From an optimization exercise on the open Yosys and OpenROAD flow, aimed at small area, a short achievable clock period and few clock cycles per item; shortcuts taken in it are not production practice.
Only simulation tests tie the RTL to the original design; equivalence was not proved.

==> flow/design.v <==
module sw_benc #(parameter BW = 16, parameter ND = BW/2 + 1) (
    input  wire [BW-1:0]   m,
    output wire [3*ND-1:0] e,
    output wire [3*ND-1:0] eb
);
    wire [2*ND:0] mx = {{(2*ND-BW){1'b0}}, m, 1'b0};
    genvar j;
    generate
        for (j = 0; j < ND; j = j + 1) begin : g
            wire b0 = mx[2*j], b1 = mx[2*j+1], b2 = mx[2*j+2];
            assign e[3*j]   = b1 ^ b0;                              
            assign e[3*j+1] = (b2 & ~b1 & ~b0) | (~b2 & b1 & b0);   
            assign e[3*j+2] = b2 & ~(b1 & b0);                      
        end
    endgenerate
    assign eb = ~e;
endmodule
module sw_bmul #(parameter AW = 16, parameter ND = 9, parameter PW = 32,
                 parameter [PW-1:0] K = 0) (
    input  wire [AW-1:0]   a,
    input  wire [AW-1:0]   an,
    input  wire [3*ND-1:0] e,
    input  wire [3*ND-1:0] eb,
    output wire [PW-1:0]   p
);
    localparam RW = AW + 4 + 2*ND;
    function [PW-1:0] zero_rows;
        input integer dummy;
        integer j;
        reg [RW-1:0] r;
        begin
            r = 0; r[AW+3] = 1'b1;
            zero_rows = r[PW-1:0];
            for (j = 1; j < ND - 1; j = j + 1) begin
                r = 0; r[2*j+AW+1] = 1'b1;
                zero_rows = zero_rows + r[PW-1:0];
            end
        end
    endfunction
    localparam [PW-1:0] KC = K - zero_rows(0);
    localparam HB = AW / 2;
    wire [RW*ND-1:0] rows;
    wire [ND-1:0] neg;
    genvar j, k;
    generate
        for (j = 0; j < ND; j = j + 1) begin : g
            wire [AW-1:0] aa = (j < ND / 2) ? a : ~an;
            wire [AW+1:0] ax = {1'b0, aa, 1'b0};
            wire [AW:0] r;
            assign neg[j] = e[3*j+2];
            for (k = 0; k <= AW; k = k + 1) begin : b
                wire one = (k < HB) ? e[3*j]   : ~eb[3*j];
                wire two = (k < HB) ? e[3*j+1] : ~eb[3*j+1];
                wire ng  = (k < HB) ? e[3*j+2] : ~eb[3*j+2];
                assign r[k] = ((one & ax[k+1]) | (two & ax[k])) ^ ng;
            end
            if (j == 0) begin : r0
                assign rows[RW*j +: RW] = {{(RW-AW-4){1'b0}}, ~neg[0], neg[0], neg[0], r};
            end else if (j < ND - 1) begin : rm
                wire [RW-1:0] v = {{(RW-AW-2){1'b0}}, ~neg[j], r, 1'b0, neg[j-1]};
                assign rows[RW*j +: RW] = v << (2*j - 2);
            end else begin : rl
                wire [RW-1:0] v = {{(RW-AW-2){1'b0}}, r[AW-1:0], 1'b0, neg[j-1]};
                assign rows[RW*j +: RW] = v << (2*j - 2);
            end
        end
    endgenerate
    integer i;
    reg [PW-1:0] acc;
    always @(*) begin
        acc = KC;
        for (i = 0; i < ND; i = i + 1)
            acc = acc + rows[RW*i +: PW];
    end
    assign p = acc;
endmodule
module sward_mul16 (
    input  wire [15:0] a,
    input  wire [15:0] b,
    output wire [15:0] y
);
    wire [31:0] p = a * b + 32'd32767;
    wire [32:0] s = {1'b0, p} + {17'd0, p[31:16]} + 33'd1;
    assign y = s[31:16];
endmodule
module sw_bmul_o (
    input  wire [15:0] a,
    input  wire [14:0] e,
    output wire [23:0] p
);
    wire pp0_0 = (((e[0] & a[0])) ^ e[2]);
    wire pp0_1 = (((e[0] & a[1]) | (e[1] & a[0])) ^ e[2]);
    wire pp0_2 = (((e[0] & a[2]) | (e[1] & a[1])) ^ e[2]);
    wire pp0_3 = (((e[0] & a[3]) | (e[1] & a[2])) ^ e[2]);
    wire pp0_4 = (((e[0] & a[4]) | (e[1] & a[3])) ^ e[2]);
    wire pp0_5 = (((e[0] & a[5]) | (e[1] & a[4])) ^ e[2]);
    wire pp0_6 = (((e[0] & a[6]) | (e[1] & a[5])) ^ e[2]);
    wire pp0_7 = (((e[0] & a[7]) | (e[1] & a[6])) ^ e[2]);
    wire pp0_8 = (((e[0] & a[8]) | (e[1] & a[7])) ^ e[2]);
    wire pp0_9 = (((e[0] & a[9]) | (e[1] & a[8])) ^ e[2]);
    wire pp0_10 = (((e[0] & a[10]) | (e[1] & a[9])) ^ e[2]);
    wire pp0_11 = (((e[0] & a[11]) | (e[1] & a[10])) ^ e[2]);
    wire pp0_12 = (((e[0] & a[12]) | (e[1] & a[11])) ^ e[2]);
    wire pp0_13 = (((e[0] & a[13]) | (e[1] & a[12])) ^ e[2]);
    wire pp0_14 = (((e[0] & a[14]) | (e[1] & a[13])) ^ e[2]);
    wire pp0_15 = (((e[0] & a[15]) | (e[1] & a[14])) ^ e[2]);
    wire pp0_16 = (((e[1] & a[15])) ^ e[2]);
    wire pp1_0 = (((e[3] & a[0])) ^ e[5]);
    wire pp1_1 = (((e[3] & a[1]) | (e[4] & a[0])) ^ e[5]);
    wire pp1_2 = (((e[3] & a[2]) | (e[4] & a[1])) ^ e[5]);
    wire pp1_3 = (((e[3] & a[3]) | (e[4] & a[2])) ^ e[5]);
    wire pp1_4 = (((e[3] & a[4]) | (e[4] & a[3])) ^ e[5]);
    wire pp1_5 = (((e[3] & a[5]) | (e[4] & a[4])) ^ e[5]);
    wire pp1_6 = (((e[3] & a[6]) | (e[4] & a[5])) ^ e[5]);
    wire pp1_7 = (((e[3] & a[7]) | (e[4] & a[6])) ^ e[5]);
    wire pp1_8 = (((e[3] & a[8]) | (e[4] & a[7])) ^ e[5]);
    wire pp1_9 = (((e[3] & a[9]) | (e[4] & a[8])) ^ e[5]);
    wire pp1_10 = (((e[3] & a[10]) | (e[4] & a[9])) ^ e[5]);
    wire pp1_11 = (((e[3] & a[11]) | (e[4] & a[10])) ^ e[5]);
    wire pp1_12 = (((e[3] & a[12]) | (e[4] & a[11])) ^ e[5]);
    wire pp1_13 = (((e[3] & a[13]) | (e[4] & a[12])) ^ e[5]);
    wire pp1_14 = (((e[3] & a[14]) | (e[4] & a[13])) ^ e[5]);
    wire pp1_15 = (((e[3] & a[15]) | (e[4] & a[14])) ^ e[5]);
    wire pp1_16 = (((e[4] & a[15])) ^ e[5]);
    wire pp2_0 = (((e[6] & a[0])) ^ e[8]);
    wire pp2_1 = (((e[6] & a[1]) | (e[7] & a[0])) ^ e[8]);
    wire pp2_2 = (((e[6] & a[2]) | (e[7] & a[1])) ^ e[8]);
    wire pp2_3 = (((e[6] & a[3]) | (e[7] & a[2])) ^ e[8]);
    wire pp2_4 = (((e[6] & a[4]) | (e[7] & a[3])) ^ e[8]);
    wire pp2_5 = (((e[6] & a[5]) | (e[7] & a[4])) ^ e[8]);
    wire pp2_6 = (((e[6] & a[6]) | (e[7] & a[5])) ^ e[8]);
    wire pp2_7 = (((e[6] & a[7]) | (e[7] & a[6])) ^ e[8]);
    wire pp2_8 = (((e[6] & a[8]) | (e[7] & a[7])) ^ e[8]);
    wire pp2_9 = (((e[6] & a[9]) | (e[7] & a[8])) ^ e[8]);
    wire pp2_10 = (((e[6] & a[10]) | (e[7] & a[9])) ^ e[8]);
    wire pp2_11 = (((e[6] & a[11]) | (e[7] & a[10])) ^ e[8]);
    wire pp2_12 = (((e[6] & a[12]) | (e[7] & a[11])) ^ e[8]);
    wire pp2_13 = (((e[6] & a[13]) | (e[7] & a[12])) ^ e[8]);
    wire pp2_14 = (((e[6] & a[14]) | (e[7] & a[13])) ^ e[8]);
    wire pp2_15 = (((e[6] & a[15]) | (e[7] & a[14])) ^ e[8]);
    wire pp2_16 = (((e[7] & a[15])) ^ e[8]);
    wire pp3_0 = (((e[9] & a[0])) ^ e[11]);
    wire pp3_1 = (((e[9] & a[1]) | (e[10] & a[0])) ^ e[11]);
    wire pp3_2 = (((e[9] & a[2]) | (e[10] & a[1])) ^ e[11]);
    wire pp3_3 = (((e[9] & a[3]) | (e[10] & a[2])) ^ e[11]);
    wire pp3_4 = (((e[9] & a[4]) | (e[10] & a[3])) ^ e[11]);
    wire pp3_5 = (((e[9] & a[5]) | (e[10] & a[4])) ^ e[11]);
    wire pp3_6 = (((e[9] & a[6]) | (e[10] & a[5])) ^ e[11]);
    wire pp3_7 = (((e[9] & a[7]) | (e[10] & a[6])) ^ e[11]);
    wire pp3_8 = (((e[9] & a[8]) | (e[10] & a[7])) ^ e[11]);
    wire pp3_9 = (((e[9] & a[9]) | (e[10] & a[8])) ^ e[11]);
    wire pp3_10 = (((e[9] & a[10]) | (e[10] & a[9])) ^ e[11]);
    wire pp3_11 = (((e[9] & a[11]) | (e[10] & a[10])) ^ e[11]);
    wire pp3_12 = (((e[9] & a[12]) | (e[10] & a[11])) ^ e[11]);
    wire pp3_13 = (((e[9] & a[13]) | (e[10] & a[12])) ^ e[11]);
    wire pp3_14 = (((e[9] & a[14]) | (e[10] & a[13])) ^ e[11]);
    wire pp3_15 = (((e[9] & a[15]) | (e[10] & a[14])) ^ e[11]);
    wire pp3_16 = (((e[10] & a[15])) ^ e[11]);
    wire pp4_0 = ((e[12] & a[0]));
    wire pp4_1 = ((e[12] & a[1]));
    wire pp4_2 = ((e[12] & a[2]));
    wire pp4_3 = ((e[12] & a[3]));
    wire pp4_4 = ((e[12] & a[4]));
    wire pp4_5 = ((e[12] & a[5]));
    wire pp4_6 = ((e[12] & a[6]));
    wire pp4_7 = ((e[12] & a[7]));
    wire pp4_8 = ((e[12] & a[8]));
    wire pp4_9 = ((e[12] & a[9]));
    wire pp4_10 = ((e[12] & a[10]));
    wire pp4_11 = ((e[12] & a[11]));
    wire pp4_12 = ((e[12] & a[12]));
    wire pp4_13 = ((e[12] & a[13]));
    wire pp4_14 = ((e[12] & a[14]));
    wire pp4_15 = ((e[12] & a[15]));
    wire s1 = pp0_6 ^ pp1_4;
    wire c2 = pp0_6 & pp1_4;
    wire s3 = pp0_7 ^ pp1_5 ^ pp2_3;
    wire c4 = (pp0_7 & pp1_5) | (pp0_7 & pp2_3) | (pp1_5 & pp2_3);
    wire s5 = pp0_8 ^ pp1_6 ^ pp2_4;
    wire c6 = (pp0_8 & pp1_6) | (pp0_8 & pp2_4) | (pp1_6 & pp2_4);
    wire s7 = pp0_9 ^ pp1_7 ^ pp2_5;
    wire c8 = (pp0_9 & pp1_7) | (pp0_9 & pp2_5) | (pp1_7 & pp2_5);
    wire s9 = pp0_10 ^ pp1_8 ^ pp2_6;
    wire c10 = (pp0_10 & pp1_8) | (pp0_10 & pp2_6) | (pp1_8 & pp2_6);
    wire s11 = pp0_11 ^ pp1_9 ^ pp2_7;
    wire c12 = (pp0_11 & pp1_9) | (pp0_11 & pp2_7) | (pp1_9 & pp2_7);
    wire s13 = pp0_12 ^ pp1_10 ^ pp2_8;
    wire c14 = (pp0_12 & pp1_10) | (pp0_12 & pp2_8) | (pp1_10 & pp2_8);
    wire s15 = pp0_13 ^ pp1_11 ^ pp2_9;
    wire c16 = (pp0_13 & pp1_11) | (pp0_13 & pp2_9) | (pp1_11 & pp2_9);
    wire s17 = pp0_14 ^ pp1_12 ^ pp2_10;
    wire c18 = (pp0_14 & pp1_12) | (pp0_14 & pp2_10) | (pp1_12 & pp2_10);
    wire s19 = pp0_15 ^ pp1_13 ^ pp2_11;
    wire c20 = (pp0_15 & pp1_13) | (pp0_15 & pp2_11) | (pp1_13 & pp2_11);
    wire s21 = pp0_16 ^ pp1_14 ^ pp2_12;
    wire c22 = (pp0_16 & pp1_14) | (pp0_16 & pp2_12) | (pp1_14 & pp2_12);
    wire s23 = e[2] ^ pp1_15 ^ pp2_13;
    wire c24 = (e[2] & pp1_15) | (e[2] & pp2_13) | (pp1_15 & pp2_13);
    wire s25 = e[2] ^ pp1_16 ^ pp2_14;
    wire c26 = (e[2] & pp1_16) | (e[2] & pp2_14) | (pp1_16 & pp2_14);
    wire s27 = ~e[2] ^ ~e[5] ^ pp2_15;
    wire c28 = (~e[2] & ~e[5]) | (~e[2] & pp2_15) | (~e[5] & pp2_15);
    wire s29 = pp2_16 ^ pp3_14;
    wire c30 = pp2_16 & pp3_14;
    wire s31 = pp0_4 ^ pp1_2;
    wire c32 = pp0_4 & pp1_2;
    wire s33 = pp0_5 ^ pp1_3;
    wire c34 = pp0_5 & pp1_3;
    wire s35 = s1 ^ pp2_2 ^ pp3_0;
    wire c36 = (s1 & pp2_2) | (s1 & pp3_0) | (pp2_2 & pp3_0);
    wire s37 = c2 ^ s3 ^ pp3_1;
    wire c38 = (c2 & s3) | (c2 & pp3_1) | (s3 & pp3_1);
    wire s39 = c4 ^ s5 ^ pp3_2;
    wire c40 = (c4 & s5) | (c4 & pp3_2) | (s5 & pp3_2);
    wire s41 = c6 ^ s7 ^ pp3_3;
    wire c42 = (c6 & s7) | (c6 & pp3_3) | (s7 & pp3_3);
    wire s43 = c8 ^ s9 ^ pp3_4;
    wire c44 = (c8 & s9) | (c8 & pp3_4) | (s9 & pp3_4);
    wire s45 = c10 ^ s11 ^ pp3_5;
    wire c46 = (c10 & s11) | (c10 & pp3_5) | (s11 & pp3_5);
    wire s47 = c12 ^ s13 ^ pp3_6;
    wire c48 = (c12 & s13) | (c12 & pp3_6) | (s13 & pp3_6);
    wire s49 = c14 ^ s15 ^ pp3_7;
    wire c50 = (c14 & s15) | (c14 & pp3_7) | (s15 & pp3_7);
    wire s51 = c16 ^ s17 ^ pp3_8;
    wire c52 = (c16 & s17) | (c16 & pp3_8) | (s17 & pp3_8);
    wire s53 = c18 ^ s19 ^ pp3_9;
    wire c54 = (c18 & s19) | (c18 & pp3_9) | (s19 & pp3_9);
    wire s55 = c20 ^ s21 ^ pp3_10;
    wire c56 = (c20 & s21) | (c20 & pp3_10) | (s21 & pp3_10);
    wire s57 = c22 ^ s23 ^ pp3_11;
    wire c58 = (c22 & s23) | (c22 & pp3_11) | (s23 & pp3_11);
    wire s59 = c24 ^ s25 ^ pp3_12;
    wire c60 = (c24 & s25) | (c24 & pp3_12) | (s25 & pp3_12);
    wire s61 = c26 ^ s27 ^ pp3_13;
    wire c62 = (c26 & s27) | (c26 & pp3_13) | (s27 & pp3_13);
    wire s63 = c28 ^ s29 ^ pp4_12;
    wire c64 = (c28 & s29) | (c28 & pp4_12) | (s29 & pp4_12);
    wire s65 = c30 ^ ~e[8] ^ pp3_15;
    wire c66 = (c30 & ~e[8]) | (c30 & pp3_15) | (~e[8] & pp3_15);
    wire s67 = pp3_16 ^ pp4_14;
    wire c68 = pp3_16 & pp4_14;
    wire s69 = pp0_2 ^ pp1_0;
    wire c70 = pp0_2 & pp1_0;
    wire s71 = pp0_3 ^ pp1_1;
    wire c72 = pp0_3 & pp1_1;
    wire s73 = s31 ^ pp2_0 ^ e[8];
    wire c74 = (s31 & pp2_0) | (s31 & e[8]) | (pp2_0 & e[8]);
    wire s75 = c32 ^ s33 ^ pp2_1;
    wire c76 = (c32 & s33) | (c32 & pp2_1) | (s33 & pp2_1);
    wire s77 = c34 ^ s35 ^ e[11];
    wire c78 = (c34 & s35) | (c34 & e[11]) | (s35 & e[11]);
    wire s79 = c36 ^ s37 ^ 1'b1;
    wire c80 = (c36 & s37) | (c36 & 1'b1) | (s37 & 1'b1);
    wire s81 = c38 ^ s39 ^ pp4_0;
    wire c82 = (c38 & s39) | (c38 & pp4_0) | (s39 & pp4_0);
    wire s83 = c40 ^ s41 ^ pp4_1;
    wire c84 = (c40 & s41) | (c40 & pp4_1) | (s41 & pp4_1);
    wire s85 = c42 ^ s43 ^ pp4_2;
    wire c86 = (c42 & s43) | (c42 & pp4_2) | (s43 & pp4_2);
    wire s87 = c44 ^ s45 ^ pp4_3;
    wire c88 = (c44 & s45) | (c44 & pp4_3) | (s45 & pp4_3);
    wire s89 = c46 ^ s47 ^ pp4_4;
    wire c90 = (c46 & s47) | (c46 & pp4_4) | (s47 & pp4_4);
    wire s91 = c48 ^ s49 ^ pp4_5;
    wire c92 = (c48 & s49) | (c48 & pp4_5) | (s49 & pp4_5);
    wire s93 = c50 ^ s51 ^ pp4_6;
    wire c94 = (c50 & s51) | (c50 & pp4_6) | (s51 & pp4_6);
    wire s95 = c52 ^ s53 ^ pp4_7;
    wire c96 = (c52 & s53) | (c52 & pp4_7) | (s53 & pp4_7);
    wire s97 = c54 ^ s55 ^ pp4_8;
    wire c98 = (c54 & s55) | (c54 & pp4_8) | (s55 & pp4_8);
    wire s99 = c56 ^ s57 ^ pp4_9;
    wire c100 = (c56 & s57) | (c56 & pp4_9) | (s57 & pp4_9);
    wire s101 = c58 ^ s59 ^ pp4_10;
    wire c102 = (c58 & s59) | (c58 & pp4_10) | (s59 & pp4_10);
    wire s103 = c60 ^ s61 ^ pp4_11;
    wire c104 = (c60 & s61) | (c60 & pp4_11) | (s61 & pp4_11);
    wire s105 = c62 ^ s63 ^ 1'b1;
    wire c106 = (c62 & s63) | (c62 & 1'b1) | (s63 & 1'b1);
    wire s107 = c64 ^ s65 ^ pp4_13;
    wire c108 = (c64 & s65) | (c64 & pp4_13) | (s65 & pp4_13);
    wire s109 = c66 ^ s67 ^ 1'b1;
    wire c110 = (c66 & s67) | (c66 & 1'b1) | (s67 & 1'b1);
    wire s111 = c68 ^ ~e[11] ^ pp4_15;
    wire c112 = (c68 & ~e[11]) | (c68 & pp4_15) | (~e[11] & pp4_15);
    wire [23:0] r0 = {c110, c108, c106, c104, c102, c100, c98, c96, c94, c92, c90, c88, c86, c84, c82, c80, c78, c76, c74, c72, c70, s69, pp0_1, pp0_0};
    wire [23:0] r1 = {s111, s109, s107, s105, s103, s101, s99, s97, s95, s93, s91, s89, s87, s85, s83, s81, s79, s77, s75, s73, s71, e[5], 1'b0, e[2]};
    assign p = r0 + r1;
endmodule
module sward_layer_prod #(parameter WITH_A = 1) (
    input  wire [15:0] lin,
    input  wire [15:0] alpha,
    input  wire        lt,
    input  wire [14:0] oe,
    input  wire [14:0] oeb,
    output wire [23:0] ts,
    output wire [23:0] ta
);
    wire [15:0] lin_lim = lt ? lin : alpha;
    sw_bmul_o u_s (.a(lin_lim), .e(oe), .p(ts));
    generate
        if (WITH_A) begin : g_a
            sw_bmul_o u_a (.a(alpha), .e(oe), .p(ta));
        end else begin : g_na
            assign ta = 24'd0;
        end
    endgenerate
endmodule
module sward_rnd255 (
    input  wire [23:0] t,
    output wire [15:0] xs,
    output wire [1:0]  k2
);
    wire [15:0] a  = t[23:8];
    wire [7:0]  ah = t[23:16];
    wire [7:0]  al = t[15:8];
    wire [7:0]  b  = t[7:0];
    assign xs = a + {8'd0, ah};
    wire [8:0]  z1 = {1'b0, al} + {1'b0, b};
    wire [10:0] z2 = {1'b0, z1, z1[8]} + {2'b00, ah, z1[8]};
    assign k2 = z2[10:9];
endmodule
module sward_layer_ops (
    input  wire [23:0] ts,
    input  wire [23:0] ta,
    input  wire        en,
    input  wire [2:0]  blend,
    output reg  [15:0] m,
    output reg  [15:0] x,
    output reg         cz,
    output reg  [1:0]  sel
);
    wire [15:0] xs_s, xs_a;
    wire [1:0]  k2_s, k2_a;
    sward_rnd255 u_s (.t(ts), .xs(xs_s), .k2(k2_s));
    sward_rnd255 u_a (.t(ta), .xs(xs_a), .k2(k2_a));
    wire [15:0] s = xs_s + {14'd0, k2_s};
    wire [15:0] a = xs_a + {14'd0, k2_a};
    wire [15:0] inv_a = ~a;
    wire [15:0] y0 = xs_s + ~xs_a;
    wire [2:0]  kd = {1'b0, k2_s} - {1'b0, k2_a};
    wire [15:0] s_inv = y0 + {{13{kd[2]}}, kd};
    always @(*) begin
        m = 16'hFFFF; x = s; cz = 1'b0; sel = 2'd0;
        if (en) begin
            case (blend)
                3'd0: begin m = inv_a; cz = 1'b1; end           
                3'd1: begin m = s_inv; end                      
                3'd2: begin sel = 2'd1; end                     
                3'd3: begin sel = 2'd2; x = s_inv; end          
                3'd4: begin sel = 2'd3; end                     
                default: begin m = 16'd0; cz = 1'b1; end        
            endcase
        end
    end
endmodule
module sward_dstep_b (
    input  wire [31:0] n,
    input  wire [15:0] d,
    input  wire [15:0] x,
    input  wire        cz,
    input  wire [1:0]  sel,
    output reg  [15:0] d_out
);
    wire [15:0] h  = n[31:16];
    wire        cy = (n[15:0] > ~h);
    wire [15:0] c  = cz ? x : 16'd0;
    wire [16:0] yc = {h, cy} + {c, cy};
    wire [15:0] y  = yc[16:1];
    wire [16:0] ad = {1'b0, d} + {1'b0, x};
    wire        lt = (d < x);
    always @(*) begin
        case (sel)
            2'd0: d_out = y;
            2'd1: d_out = lt ? x : d;
            2'd2: d_out = lt ? d : x;
            default: d_out = ad[16] ? 16'hFFFF : ad[15:0];
        endcase
    end
endmodule
module sward_pixel_backend (
    input  wire        clk,
    input  wire        rst,           
    input  wire        in_valid,
    output wire        in_ready,
    input  wire [3:0]  l_en,
    input  wire [63:0] l_lin,
    input  wire [63:0] l_alpha,
    input  wire [31:0] l_opacity,
    input  wire [11:0] l_blend,
    input  wire [15:0] stamp_t,
    input  wire [15:0] calword,
    input  wire [15:0] gov_g,
    input  wire [3:0]  frame,
    input  wire [1:0]  px_x,
    input  wire [1:0]  px_y,
    input  wire [1:0]  dither_mode,
    output wire        out_valid,
    input  wire        out_ready,
    output wire [7:0]  h_code,
    output wire [7:0]  l_code,
    output wire        clamp
);
    localparam NS  = 13;            
    localparam CAP = NS + 2;        
    localparam QD  = CAP - 1;       
    reg        rdy_r;
    reg  [4:0] cnt;
    reg        ov_r;
    wire       acc  = in_valid & rdy_r & ~rst;
    wire       take = ov_r & out_ready;
    wire [4:0] cnt_n = cnt + {4'd0, acc} - {4'd0, take};
    always @(posedge clk) begin
        if (rst) begin
            cnt   <= 5'd0;
            rdy_r <= 1'b1;
        end else begin
            cnt   <= cnt_n;
            rdy_r <= (cnt_n < CAP);
        end
    end
    assign in_ready = rdy_r;
    reg [NS-1:0] v;
    always @(posedge clk) begin
        if (rst) v <= {NS{1'b0}};
        else     v <= {v[NS-2:0], acc};
    end
    wire [59:0] oe_in, oeb_in;
    wire [3:0]  lt_in;
    genvar i;
    generate
        for (i = 0; i < 4; i = i + 1) begin : g_in
            sw_benc #(.BW(8)) u_oe (.m(l_opacity[8*i +: 8]), .e(oe_in[15*i +: 15]), .eb(oeb_in[15*i +: 15]));
            assign lt_in[i] = (l_lin[16*i +: 16] < l_alpha[16*i +: 16]);
        end
    endgenerate
    wire [3:0] k_in = frame + {px_y, 2'b00} + {2'b00, px_x};
    reg  [3:0] dseq;
    always @(*) begin
        case (k_in)
            4'd0:  dseq = 4'd0;   4'd1:  dseq = 4'd8;
            4'd2:  dseq = 4'd4;   4'd3:  dseq = 4'd12;
            4'd4:  dseq = 4'd2;   4'd5:  dseq = 4'd10;
            4'd6:  dseq = 4'd6;   4'd7:  dseq = 4'd14;
            4'd8:  dseq = 4'd1;   4'd9:  dseq = 4'd9;
            4'd10: dseq = 4'd5;   4'd11: dseq = 4'd13;
            4'd12: dseq = 4'd3;   4'd13: dseq = 4'd11;
            4'd14: dseq = 4'd7;   default: dseq = 4'd15;
        endcase
    end
    wire [3:0] thr_in = (dither_mode == 2'd0) ? dseq : (dither_mode == 2'd1) ? 4'd7 : 4'd15;
    wire       frc_in = (calword[3:0] > 4'd2);      
    wire       lz_in  = (calword[3:0] == 4'd0);     
    reg [3:0]  en0, lt0;
    reg [63:0] lin0, alp0;
    reg [59:0] oe0;
    reg [11:0] bop0;
    reg [15:0] t0, g0;
    reg [11:0] gn0;
    reg [5:0]  f0;
    always @(posedge clk) begin
        en0 <= l_en; lt0 <= lt_in; lin0 <= l_lin; alp0 <= l_alpha;
        oe0 <= oe_in; bop0 <= l_blend;
        t0 <= stamp_t; gn0 <= calword[15:4]; g0 <= gov_g;
        f0 <= {thr_in, lz_in, frc_in};
    end
    wire [24*4-1:0] ts1_n, ta1_n;
    generate
        for (i = 0; i < 4; i = i + 1) begin : g_prod
            sward_layer_prod #(.WITH_A(i != 0)) u_prod (
                .lin(lin0[16*i +: 16]), .alpha(alp0[16*i +: 16]), .lt(lt0[i]),
                .oe(oe0[15*i +: 15]), .oeb(~oe0[15*i +: 15]),
                .ts(ts1_n[24*i +: 24]), .ta(ta1_n[24*i +: 24]));
        end
    endgenerate
    reg [24*4-1:0] ts1, ta1;
    reg [3:0]      en1;
    reg [11:0]     bop1;
    always @(posedge clk) begin
        ts1 <= ts1_n; ta1 <= ta1_n; en1 <= en0; bop1 <= bop0;
    end
    reg [16*8-1:0]  tp;      
    reg [12*10-1:0] gnp;
    reg [16*11-1:0] gp;
    reg [6*12-1:0]  fp;
    always @(posedge clk) begin
        tp  <= {tp[16*7-1:0], t0};
        gnp <= {gnp[12*9-1:0], gn0};
        gp  <= {gp[16*10-1:0], g0};
        fp  <= {fp[6*11-1:0], f0};
    end
    wire [15:0] t_r7  = tp[16*6 +: 16];
    wire [11:0] gn_r9 = gnp[12*8 +: 12];
    wire [15:0] g_r10 = gp[16*9 +: 16];
    wire [5:0]  f_r12 = fp[6*11 +: 6];
    wire [15:0] m2_n [1:3];
    wire [15:0] x2_n [1:3];
    wire        cz2_n [1:3];
    wire [1:0]  sel2_n [1:3];
    generate
        for (i = 1; i < 4; i = i + 1) begin : g_ops
            sward_layer_ops u_ops (
                .ts(ts1[24*i +: 24]), .ta(ta1[24*i +: 24]), .en(en1[i]), .blend(bop1[3*i +: 3]),
                .m(m2_n[i]), .x(x2_n[i]), .cz(cz2_n[i]), .sel(sel2_n[i]));
        end
    endgenerate
    wire [15:0] xs0;
    wire [1:0]  k20;
    sward_rnd255 u_s0 (.t(ts1[23:0]), .xs(xs0), .k2(k20));
    wire [15:0] s0 = xs0 + {14'd0, k20};
    wire        z0 = !en1[0] || (bop1[2:0] == 3'd1) || (bop1[2:0] == 3'd3);
    wire [15:0] d1_n = z0 ? 16'd0 : s0;
    wire [26:0] d1e_n, d1eb_n;
    sw_benc #(.BW(16)) u_ed1 (.m(d1_n), .e(d1e_n), .eb(d1eb_n));
    reg [15:0] d2;                        
    reg [26:0] d1e2;
    reg [15:0] m1_2;
    reg [15:0] x1_2, m2_2, x2_2, m3_2, x3_2;
    reg        cz1_2, cz2_2, cz3_2;
    reg [1:0]  sel1_2, sel2_2, sel3_2;
    always @(posedge clk) begin
        d2 <= d1_n; d1e2 <= d1e_n;
        m1_2 <= m2_n[1];
        x1_2 <= x2_n[1]; cz1_2 <= cz2_n[1]; sel1_2 <= sel2_n[1];
        m2_2 <= m2_n[2]; x2_2 <= x2_n[2]; cz2_2 <= cz2_n[2]; sel2_2 <= sel2_n[2];
        m3_2 <= m2_n[3]; x3_2 <= x2_n[3]; cz3_2 <= cz2_n[3]; sel3_2 <= sel2_n[3];
    end
    wire [31:0] n1_n;
    sw_bmul #(.AW(16), .ND(9), .PW(32), .K(32'd32768)) u_a1 (
        .a(m1_2), .an(~m1_2), .e(d1e2), .eb(~d1e2), .p(n1_n));
    wire [26:0] m2e_n, m2eb_n;
    sw_benc #(.BW(16)) u_e2 (.m(m2_2), .e(m2e_n), .eb(m2eb_n));
    reg [31:0] n1_3;
    reg [15:0] d3, x1_3, x2_3, m3_3, x3_3;
    reg [26:0] m2e3;
    reg        cz1_3, cz2_3, cz3_3;
    reg [1:0]  sel1_3, sel2_3, sel3_3;
    always @(posedge clk) begin
        n1_3 <= n1_n; d3 <= d2; x1_3 <= x1_2; cz1_3 <= cz1_2; sel1_3 <= sel1_2;
        m2e3 <= m2e_n; x2_3 <= x2_2; cz2_3 <= cz2_2; sel2_3 <= sel2_2;
        m3_3 <= m3_2; x3_3 <= x3_2; cz3_3 <= cz3_2; sel3_3 <= sel3_2;
    end
    wire [15:0] d4_n;
    sward_dstep_b u_b1 (.n(n1_3), .d(d3), .x(x1_3), .cz(cz1_3), .sel(sel1_3), .d_out(d4_n));
    reg [15:0] d4, x2_4, m3_4, x3_4;
    reg [26:0] m2e4;
    reg        cz2_4, cz3_4;
    reg [1:0]  sel2_4, sel3_4;
    always @(posedge clk) begin
        d4 <= d4_n;
        m2e4 <= m2e3; x2_4 <= x2_3; cz2_4 <= cz2_3; sel2_4 <= sel2_3;
        m3_4 <= m3_3; x3_4 <= x3_3; cz3_4 <= cz3_3; sel3_4 <= sel3_3;
    end
    wire [31:0] n2_n;
    sw_bmul #(.AW(16), .ND(9), .PW(32), .K(32'd32768)) u_a2 (
        .a(d4), .an(~d4), .e(m2e4), .eb(~m2e4), .p(n2_n));
    wire [26:0] m3e_n, m3eb_n;
    sw_benc #(.BW(16)) u_e3 (.m(m3_4), .e(m3e_n), .eb(m3eb_n));
    reg [31:0] n2_5;
    reg [15:0] d5, x2_5, x3_5;
    reg [26:0] m3e5;
    reg        cz2_5, cz3_5;
    reg [1:0]  sel2_5, sel3_5;
    always @(posedge clk) begin
        n2_5 <= n2_n; d5 <= d4; x2_5 <= x2_4; cz2_5 <= cz2_4; sel2_5 <= sel2_4;
        m3e5 <= m3e_n; x3_5 <= x3_4; cz3_5 <= cz3_4; sel3_5 <= sel3_4;
    end
    wire [15:0] d6_n;
    sward_dstep_b u_b2 (.n(n2_5), .d(d5), .x(x2_5), .cz(cz2_5), .sel(sel2_5), .d_out(d6_n));
    reg [15:0] d6, x3_6;
    reg [26:0] m3e6;
    reg        cz3_6;
    reg [1:0]  sel3_6;
    always @(posedge clk) begin
        d6 <= d6_n;
        m3e6 <= m3e5; x3_6 <= x3_5; cz3_6 <= cz3_5; sel3_6 <= sel3_5;
    end
    wire [31:0] n3_n;
    sw_bmul #(.AW(16), .ND(9), .PW(32), .K(32'd32768)) u_a3 (
        .a(d6), .an(~d6), .e(m3e6), .eb(~m3e6), .p(n3_n));
    reg [31:0] n3_7;
    reg [15:0] d7, x3_7;
    reg        cz3_7;
    reg [1:0]  sel3_7;
    always @(posedge clk) begin
        n3_7 <= n3_n; d7 <= d6; x3_7 <= x3_6; cz3_7 <= cz3_6; sel3_7 <= sel3_6;
    end
    wire [15:0] d8_n;
    sward_dstep_b u_b3 (.n(n3_7), .d(d7), .x(x3_7), .cz(cz3_7), .sel(sel3_7), .d_out(d8_n));
    wire [26:0] te_n, teb_n;
    sw_benc #(.BW(16)) u_et (.m(t_r7), .e(te_n), .eb(teb_n));
    reg [15:0] d8;
    reg [26:0] te8;
    always @(posedge clk) begin
        d8 <= d8_n; te8 <= te_n;
    end
    wire [31:0] nw_n;
    sw_bmul #(.AW(16), .ND(9), .PW(32), .K(32'd32768)) u_aw (
        .a(d8), .an(~d8), .e(te8), .eb(~te8), .p(nw_n));
    reg [31:0] nw9;
    always @(posedge clk) nw9 <= nw_n;
    wire [15:0] hw  = nw9[31:16];
    wire        cyw = (nw9[15:0] > ~hw);
    wire [15:0] w_n = hw + {15'd0, cyw};
    wire [20:0] gne_n, gneb_n;
    sw_benc #(.BW(12)) u_eg (.m(gn_r9), .e(gne_n), .eb(gneb_n));
    reg [15:0] w10;
    reg [20:0] gne10;
    always @(posedge clk) begin
        w10 <= w_n; gne10 <= gne_n;
    end
    wire [27:0] pw;
    sw_bmul #(.AW(16), .ND(7), .PW(28), .K(28'd1024)) u_gain (
        .a(w10), .an(~w10), .e(gne10), .eb(~gne10), .p(pw));
    wire [26:0] ge_n, geb_n;
    sw_benc #(.BW(16)) u_eG (.m(g_r10), .e(ge_n), .eb(geb_n));
    reg [16:0] p11;
    reg [26:0] ge11;
    always @(posedge clk) begin
        p11 <= pw[27:11]; ge11 <= ge_n;
    end
    wire [32:0] pq;
    sw_bmul #(.AW(17), .ND(9), .PW(33), .K(33'd16384)) u_gov (
        .a(p11), .an(~p11), .e(ge11), .eb(~ge11), .p(pq));
    reg [17:0] q12;
    always @(posedge clk) q12 <= pq[32:15];
    wire        frc  = f_r12[0];
    wire        lz   = f_r12[1];
    wire [3:0]  thr  = f_r12[5:2];
    wire [17:0] lim  = lz ? 18'd65535 : 18'd69360;
    wire        over = (q12 > lim);
    wire [16:0] dval = over ? lim[16:0] : q12[16:0];
    wire [12:0] vv   = dval[16:4];
    wire [3:0]  ff   = dval[3:0];
    wire [7:0]  hh   = vv[12] ? 8'd255 : vv[11:4];
    wire        tt   = (ff > thr);
    wire [12:0] lf   = vv - {1'b0, hh, 4'b0000} + {12'd0, tt};
    wire [16:0] res  = frc ? 17'd0 : {hh, lf[7:0], over};
    wire        res_v = v[NS-1];
    reg [16:0]      head;
    reg [17*QD-1:0] qmem;
    reg [3:0]       rp, wp, qn;
    wire head_free = !ov_r || out_ready;
    wire q_empty   = (qn == 4'd0);
    wire q_pop     = head_free && !q_empty;
    wire q_push    = res_v && !(head_free && q_empty);
    wire [16:0] q_front = qmem[17*rp +: 17];
    always @(posedge clk) begin
        if (rst) begin
            ov_r <= 1'b0;
            rp <= 4'd0; wp <= 4'd0; qn <= 4'd0;
        end else begin
            if (head_free)
                ov_r <= !q_empty || res_v;
            if (q_pop)  rp <= (rp == QD - 1) ? 4'd0 : rp + 4'd1;
            if (q_push) wp <= (wp == QD - 1) ? 4'd0 : wp + 4'd1;
            qn <= qn + {3'd0, q_push} - {3'd0, q_pop};
        end
        if (head_free)
            head <= q_empty ? res : q_front;
        if (res_v)
            qmem[17*wp +: 17] <= res;
    end
    assign out_valid = ov_r;
    assign h_code    = head[16:9];
    assign l_code    = head[8:1];
    assign clamp     = head[0];
endmodule
==> flow/flow/run.sh <==
#!/bin/bash
set -euo pipefail
bash standard.sh SETUP_SLACK_MARGIN=18.5 finish > make_finish.log 2>&1
==> flow/standard.sh <==
#!/bin/bash
# synth_recipe.tcl (not shown) runs the flow's synth.tcl, then flattens the netlist and writes it again
# the make line also repeats each setting of config.mk as NAME=value (left out here)
make -C /OpenROAD-flow-scripts/flow DESIGN_CONFIG=/design/flow/config.mk WORK_HOME=/design/flow/orfs CLKGATE_MAP_FILE= SYNTH_SCRIPT=/design/flow/synth_recipe.tcl "${@:-finish}"
==> flow/config.mk <==
export PLATFORM = sky130hd
export DESIGN_NAME = sward_pixel_backend
export DESIGN_NICKNAME = sward_pixel_backend
export VERILOG_FILES = /design/flow/design.v
export SDC_FILE = /design/flow/constraint.sdc
export NUM_CORES = 4
export LEC_CHECK = 0
export CAP_MARGIN = 20
export CORE_MARGIN = 2
export CORE_UTILIZATION = 60
export PLACE_DENSITY = 0.75
export SLEW_MARGIN = 20
==> flow/constraint.sdc <==
create_clock -name core_clock -period 25.0 [get_ports {clk}]
set_input_delay 5.0000 -clock core_clock [delete_from_list [all_inputs] [get_ports {clk}]]
set_output_delay 5.0000 -clock core_clock [all_outputs]
set_load 0.01 [all_outputs]
==> results.txt <==
-- sequential cells by signal, indices dropped and copies added, names as in the netlist, 39 cells and up --
| register | cells |
|---|---|
| ts1 | 96 |
| gp | 160 |
| ta1 | 72 |
| g_prod.u_prod.g_a.u_a.e | 39 |
| lin0 | 64 |
| gnp | 108 |
| fp | 72 |
| qmem | 238 |
| tp | 112 |
| alp0 | 64 |
-- area by class of cell --
class | instances | share of cell area, %
multi-input cells | 9854 | 58.9
flip-flops and latches | 1961 | 27.9
clock buffers | 273 | 3.72
inverters | 1418 | 3.59
well taps | 3026 | 2.52
repair buffers | 415 | 2.46
clock inverters | 89 | 0.852
diodes | 6 | 0.0100
-- logic make-up after synthesis --
logic type	count (synthesis)
adder cells (fa/ha/maj)	2262
XOR/XNOR	1928
multiplexers	205
AND/OR/NAND/NOR	2312
buffers and inverters	2255
AO/OA/AOI/OAI	3147
flip-flops	1961
-- worst max path at each step --
stage	to	slack (ns)	cells after the start
after global placement	rdy_r	17.33	9
after detailed placement	rdy_r	17.24	9
final	l_code[2]	18.52	1
after floorplan	qn[1]	18.27	10
after global routing	m3_2[15]	18.16	33
after CTS	l_code[2]	18.46	1
-- synthesized netlist by cell type, drive strengths merged (17+ instances only) --
cell type  count  area share [%]
mux2i         58            0.42
nor4          19           0.086
nand3        133            0.48
o31ai         37            0.20
nor3b         17           0.092
mux2          96            0.79
o21bai        97            0.53
o21ai        632             2.3
o211ai        26            0.14
clkbuf       753             2.0
fa           996              14
xnor2       1476             9.4
or3           33            0.15
or2           33            0.15
a21o         225             1.2
a211o         18            0.11
a21oi        541             2.0
buf           84            0.25
nand2        783             2.1
inv         1405             3.8
and3          57            0.26
and2         257             1.2
nand4         72            0.33
o21a          64            0.35
ha          1266              11
dfxtp       1706              25
o22ai         52            0.24
nor2         451             1.2
nor2b        146            0.66
a211oi        52            0.29
o221ai        20            0.13
xor2         450             2.9
nand3b        54            0.29
nor3         100            0.36
a22oi       1149             6.3
a31oi         53            0.24
mux4          51            0.83
nand2b       120            0.54
edfxtp       255             5.5
a221oi        20            0.13
-- repair_timing --
action | CTS | global route
gates resized for setup | 184 | 138
pin swaps | 56 | 101
buffers inserted | 40 | 28
gates cloned | 0 | 0
setup endpoints to repair | 97 | 76
-- layer usage --
metal	vias up	share of wire [%]
li1	47200	-
met1	49300	42
met2	4177	47
met3	834	7.7
met4	2	3.4
met5	-	0.0039
-- through the flow --
stage | instance area, um2 | util (%)
after floorplan | 138000 | -
after global placement | 142000 | 61.9
after detailed placement | 142000 | 61.9
after CTS | 149000 | 65.1
after global routing | 150000 | 65.4
final | 150000 | 65.4
==> flow_summary.ini <==
[global_routing]
met2_usage_pct = 46.5
gr-usage-met1_pct = 36.4
grtUsageMet3_pct = 4.72
grt_pass1_wl_um = 540000
grt_pass1_vias = 105000
antenna_found_initial = 8
globalRouteOverflowTotal = 0
grt_start_max_net_pins = 90
grtUsageTotal_pct = 27.8
top_usage_layer = met2

[routing]
antenna_left = 0
drc_errors = 0
wl_per_cell_um = 19.4
num_vias = 102000
routed_via_density = 5.96
drt_iter0_drc = 9387
drt_wl_total_um = 331000
dr.pass1.iters = 8

[worst_setup_path]
cp_max_fo = 1
crit_type = flip-flop to output pin
required_ns = 20.00
start_kind = flip-flop
slowest_delay_ns = 0.43
cpMaxStageDelayCell = edfxtp_1
critPathLaunch = head[3]
end_kind = output pin
worstPathCellList = buf_2
arrival_ns = 1.48
rr_startpoint = ta1[80]
r2r_end = m3_2[15]
crit_family = flip-flops
path_buf_inv = 1
reg2reg_slack_ns = 18.55
worst-r2r-cell-count = 33

[sta]
fin_ws_ns = 18.52
slew_viol_final = 0
rsz0062_at_grt = true
setup-violations-final = 0
finClkSkew_ns = 0.0935
whs_ns = 0.268
slew_headroom_pct = 22.0
period_needed_ns = 6.48
timing.final.hold_violations = 0
setup-tns-final_ns = 0
tightest_slew_ns = 1.17
fmax_ghz = 0.154
min_period_over_period_pct = 25.9

[clock_network]
clk_pin_slew_ns = 0.06
cts_hold_buf = 0
h-tree-depth = 4
cts_made_buffers = 198
cts.sinks = 1961
clockRootBuffer = clkbuf_16
clock_path_buffers = 3
cts_tree = yes
clk_latency_ns = 0.89

[yosys]
synth_top_family_by_area = adder cells
avgSynthCellArea_um2 = 9.81
synthAdderAreaFrac_pct = 25.9
syn_area_um2 = 138000
synthCells = 14100
syn_nets = 16600
synthXorXnorAreaFrac_pct = 12.3
ys_seq_area_share_pct = 30.3
synthArstFlopShare_pct = 0
synth-simple-area-share_pct = 8.17
synth-main-ff-cell = dfxtp_1
synth-edff-count = 255
synth.area.mux_share_pct = 2.04
synth_compound_area_share_pct = 15.2
ys_ff_latch = 1961
synth_warnings = 6
synth_cell_types = 96

[min_path]
min_path_type = flip-flop to flip-flop
min_from = gp[130]
hold_path_depth = 0
whs_endpoint = gp[146]

[flow_run]
maxCapViolCount = 0

[final_layout]
final-instance-count-excl-fill = 17000
fillerInstances = 17900
area_delta_synth_final_pct = 8.68
final_cell_mix = dfxtp_1, xnor2_1, inv_1, ha_1, a22oi_1
regArea_um2 = 41900
final_common_cell = dfxtp_1
fin_nets = 16300
layout-drive-gt1-share_pct = 6.66
multi_input_area_um2 = 88400

[floorplan]
ios = 257
coreArea_um2 = 229000
die_w_um = 484
fp.dieArea_um2 = 234000
start_util_pct = 60.2
rows = 176
die_h_um = 484

[placed_design]
pre_cts_slack_ns = 17.24
portBuffers = 255
gp_congestion = 0.923
hpwl_um = 241000
placedCellCount = 16600

[status]
run_status = timing/DRC/antenna clean
Testbench counts, summed over its fixed seeds: cycles 6,512, items 6,400.

[what the ideal ports hide]
No port has a modelled driver above. Below, the same layout with a new extraction and two added sets of constraints.
Step 1 assumes that a clkbuf_16 drives the clock port and a buf_2 every other input.
Step 2 adds t to the input delays and takes it off the output delays; t is the mean of the earliest and latest rising clock arrival at the registers after step 1. Input paths then give back, and output paths get back, about the clock's delay inside the block.
Three values: no drivers, after step 1, after step 2; two values: the first two.
t (ns): 0.937
slack for setup (ns): 18.518 / 18.423 / 17.761
clock arrival spread, ns: 0.105 / 0.106
worst register clock-pin slew, ns: 0.07 / 0.07
worst data-port slew with drivers (ns): 0.10
After both steps setup and hold are still met in this run. For this run, drivers alone change the setup slack by -0.095 ns; drivers and shift together by -0.757 ns.
